From an optimization exercise on the open Yosys and OpenROAD flow, aimed at small area; shortcuts taken in it are not production practice. In this exercise RTL edits were held to simulation tests only and were not proved equivalent to the original. No activity file was given, so power comes from the tool's default toggle rates.

run A:
Design tim_servo, start of the top module:
module tim_servo (
    input  wire        clk,
    input  wire        rst,
    input  wire [1:0]  mode,         
    input  wire        step_en,
    input  wire [5:0]  kp,           
    input  wire [5:0]  ki,           
    input  wire [31:0] step_thr,     
    input  wire [31:0] clamp_ppb,    
    input  wire [15:0] lock_thr,     
    input  wire [7:0]  lock_n,       
    input  wire [31:0] bias,         
    input  wire        freeze,       
    input  wire        no_step,      
    input  wire        inc_wr,
    input  wire [63:0] inc_wdata,
    input  wire        step_wr,
    input  wire [63:0] step_wdata,
    input  wire        sample_valid,
    input  wire [63:0] sample_off,
    output wire [31:0] tim_ns,
    output wire [31:0] tim_wrap,
    output wire [63:0] tim_inc,
    output wire        clamped,
    output wire        locked,
    output wire        evt_wrap,
    output wire        evt_step,
    output wire [31:0] step_count,
    output wire [31:0] step_rej,
    output wire [31:0] sample_count,
    output wire [31:0] last_step
);
==> flow/config.mk <==
export PLATFORM = sky130hd
export DESIGN_NAME = tim_servo
export DESIGN_NICKNAME = tim_servo
export VERILOG_FILES = /design/flow/design.v
export SDC_FILE = /design/flow/constraint.sdc
export NUM_CORES = 4
export LEC_CHECK = 0
export CAP_MARGIN = 20
export CORE_MARGIN = 2
export CORE_UTILIZATION = 65
export SLEW_MARGIN = 20
==> flow/constraint.sdc <==
create_clock -name core_clock -period 20.0 [get_ports {clk}]
set_input_delay 4.0000 -clock core_clock [delete_from_list [all_inputs] [get_ports {clk}]]
set_output_delay 4.0000 -clock core_clock [all_outputs]
set_load 0.01 [all_outputs]
standard.sh (not shown) runs the stock make flow with config.mk's settings and CLKGATE_MAP_FILE= SYNTH_SCRIPT=/design/flow/synth_recipe.tcl, a recipe that flattens the netlist after the stock synthesis.
==> flow/flow/run.sh <==
#!/bin/bash
set -euo pipefail
bash standard.sh "BUFFER_PORTS_ARGS=-buffer_cell sky130_fd_sc_hd__buf_1" finish > make_finish.log 2>&1
Run A: all stages complete, timing, DRC and antenna checks passed
#### Input delta (run B over run A)
Settings: CORE_UTILIZATION now 40, was 65.
Run B has largest net degree at the start of global routing below what run A had.
STATUS final period demand of the worst path: run B wins against run A
Run B: total wire length about 9% above run A
--- input diff run B..run C ---
Settings: CORE_UTILIZATION changed from 40 to 75; CTS_BUF_LIST newly set to sky130_fd_sc_hd__clkbuf_4 sky130_fd_sc_hd__clkbuf_8.
==> comparison <==
- Run C completed; timing, DRC and antenna clean
- Between run B and run C, the layout buffering overhead excluding clock cells is lower for run C.
- First-iteration DRC count: lower on run B
- Cmp run B and run C / post-detailed-placement half-perimeter wirelength / higher: run B
- Summary of run C over run B: power decreased 0.11 mW, time the worst path needs with I/O delays and setup climbed 0.14 ns, area growth from synthesis to layout shows a reduction of 2.9 points.
- Going from run B to run C, the design area was found to have gone down by about 2.5%.
- Slowest stage cell on the critical path: sky130_fd_sc_hd__fa_1 -> run C, sky130_fd_sc_hd__a31oi_1 -> run B
- STATUS remaining max-slew budget at the tightest pin: run C wins against run B

tim_servo, a different RTL version from the one above (not shown whole).
For scale: about 3600 cells after synthesis, about 480 flip-flops, ~590 I/O pins, ~33000 sq um of cells after synthesis.
Design tim_servo, start of the top module:
module tim_servo (
    input  wire        clk,
    input  wire        rst,
    input  wire [1:0]  mode,         
    input  wire        step_en,
    input  wire [5:0]  kp,           
    input  wire [5:0]  ki,           
    input  wire [31:0] step_thr,     
    input  wire [31:0] clamp_ppb,    
    input  wire [15:0] lock_thr,     
    input  wire [7:0]  lock_n,       
    input  wire [31:0] bias,         
    input  wire        freeze,       
    input  wire        no_step,      
    input  wire        inc_wr,
    input  wire [63:0] inc_wdata,
    input  wire        step_wr,
    input  wire [63:0] step_wdata,
    input  wire        sample_valid,
    input  wire [63:0] sample_off,
    output wire [31:0] tim_ns,
    output wire [31:0] tim_wrap,
    output wire [63:0] tim_inc,
    output wire        clamped,
    output wire        locked,
    output wire        evt_wrap,
    output wire        evt_step,
    output wire [31:0] step_count,
    output wire [31:0] step_rej,
    output wire [31:0] sample_count,
    output wire [31:0] last_step
);
    localparam [44:0] K8 = 45'd18889465931480;
    reg  [95:0] acc;           
    reg  [24:0] inc_q;         
    reg         clamped_q;
    reg  [7:0]  run_q;
  ...
make LEC_CHECK=0 CAP_MARGIN=20 CORE_MARGIN=2 CORE_UTILIZATION=40 SLEW_MARGIN=20 finish   # period 20.0 ns
run.sh (not shown) runs the stock make flow with config.mk's settings and CLKGATE_MAP_FILE= SYNTH_SCRIPT=/design/flow/synth_recipe.tcl, a recipe that flattens the netlist after the stock synthesis.
Stock flow here: none of the scripts above is used.
The first run completed with no timing, DRC or antenna violations.
==> next run, changes <==
==> flow/flow/run.sh (new file) <==
#!/bin/bash
set -euo pipefail
bash standard.sh "BUFFER_PORTS_ARGS=-buffer_cell sky130_fd_sc_hd__buf_1" finish > make_finish.log 2>&1
==> flow/standard.sh (new file) <==
#!/bin/bash
# synth_recipe.tcl (not shown) runs the flow's synth.tcl, then flattens the netlist and writes it again
# the make line also repeats each setting of config.mk as NAME=value (left out here)
make -C /OpenROAD-flow-scripts/flow DESIGN_CONFIG=/design/flow/config.mk WORK_HOME=/design/flow/orfs CLKGATE_MAP_FILE= SYNTH_SCRIPT=/design/flow/synth_recipe.tcl "${@:-finish}"
removed: flow/run.sh
Result: The changed run finished clean. Power fell slightly. Register-to-register slack hardly moves. Wire length fell by a few percent. Utilization fell by 3.9 points.

tim_servo, a different RTL version from the one above (not shown whole).
Size in the first run: ~460 flip-flops, about 590 I/O pins, roughly 0.031 mm^2 of cells after synthesis.
clock: 20.0 ns
lec_check: 0
abc_area: 1
cap_margin: 20
core_margin: 2
core_utilization: 65
slew_margin: 20
standard.sh (not shown) runs the stock make flow with config.mk's settings and CLKGATE_MAP_FILE= SYNTH_SCRIPT=/design/flow/synth_recipe.tcl, a recipe that flattens the netlist after the stock synthesis.
==> flow/flow/run.sh <==
#!/bin/bash
set -euo pipefail
bash standard.sh "BUFFER_PORTS_ARGS=-buffer_cell sky130_fd_sc_hd__buf_1" finish > make_finish.log 2>&1
The first run went through all stages and came out clean.
Then changed:
- CTS_CLUSTER_DIAMETER: default -> 45
- CTS_CLUSTER_SIZE: default -> 30
Outcome:
- The changed run went through all stages and came out clean
- cell area went up slightly
- synthesized area is unchanged
- routed wire length rises slightly
- total power climbs by a few percent
- critical path depth does not change
- register-to-register slack degrades by 0.03 ns
Then changed:
- CTS_CLUSTER_DIAMETER: 45 -> 60
- CTS_CLUSTER_SIZE: 30 -> 24
What happened: The new run went through all stages and came out clean; design area falls by 1.3%; clock skew shrinks by 0.0074 ns; worst setup slack gains 0.0097 ns; critical path depth does not change; maximum frequency is about the same; non-clock buffer count is unchanged; routed wire length came out lower by 0.79%; clock power fell by 19%; global-route usage is lower by 0.16 points; synthesized cell count is unchanged; die area stays the same.

## afterwards: timing with drivers on the ports
Ports are ideal in the flow. The routed layouts listed here were re-timed in OpenROAD. Step 1 (the two cells are an assumption about what drives the block):
set clk [get_ports {clk}]
set_driving_cell -lib_cell sky130_fd_sc_hd__clkbuf_16 $clk
set_driving_cell -lib_cell sky130_fd_sc_hd__buf_2 [delete_from_list [all_inputs] $clk]
Step 2 moves the port delays by t, midway between the first and last clock arrival at a register: inputs arrive t later, outputs are due t later. That takes back most of the time a late clock gives input paths. Three values: ideal, step 1, step 2; two values: the first two.
| run | t (ns) | setup WS [ns] | slew at the worst register clock pin (ns) |
|---|---|---|---|
| run A | 0.660 | 1.959 / 1.959 / 1.959 | 0.07 / 0.07 |
| run B | 0.690 | 2.061 / 2.061 / 2.061 | 0.07 / 0.07 |
| run C | 0.726 | 1.924 / 1.924 / 1.924 | 0.07 / 0.07 |
| the first run of note 2 | 0.699 | 3.984 / 4.013 / 3.331 | 0.06 / 0.06 |
| the second run of note 2 | 0.695 | 4.017 / 4.017 / 3.570 | 0.06 / 0.06 |
| the first run of note 3 | 0.655 | 1.850 / 1.850 / 1.850 | 0.07 / 0.07 |
| the second run of note 3 | 0.673 | 1.816 / 1.816 / 1.816 | 0.08 / 0.08 |
| the third run of note 3 | 0.639 | 1.826 / 1.826 / 1.826 | 0.09 / 0.09 |
After both steps every run listed still meets setup and hold. For the first run of note 2, which loses most, drivers alone change the setup slack by +0.029 ns; drivers and shift together by -0.653 ns.
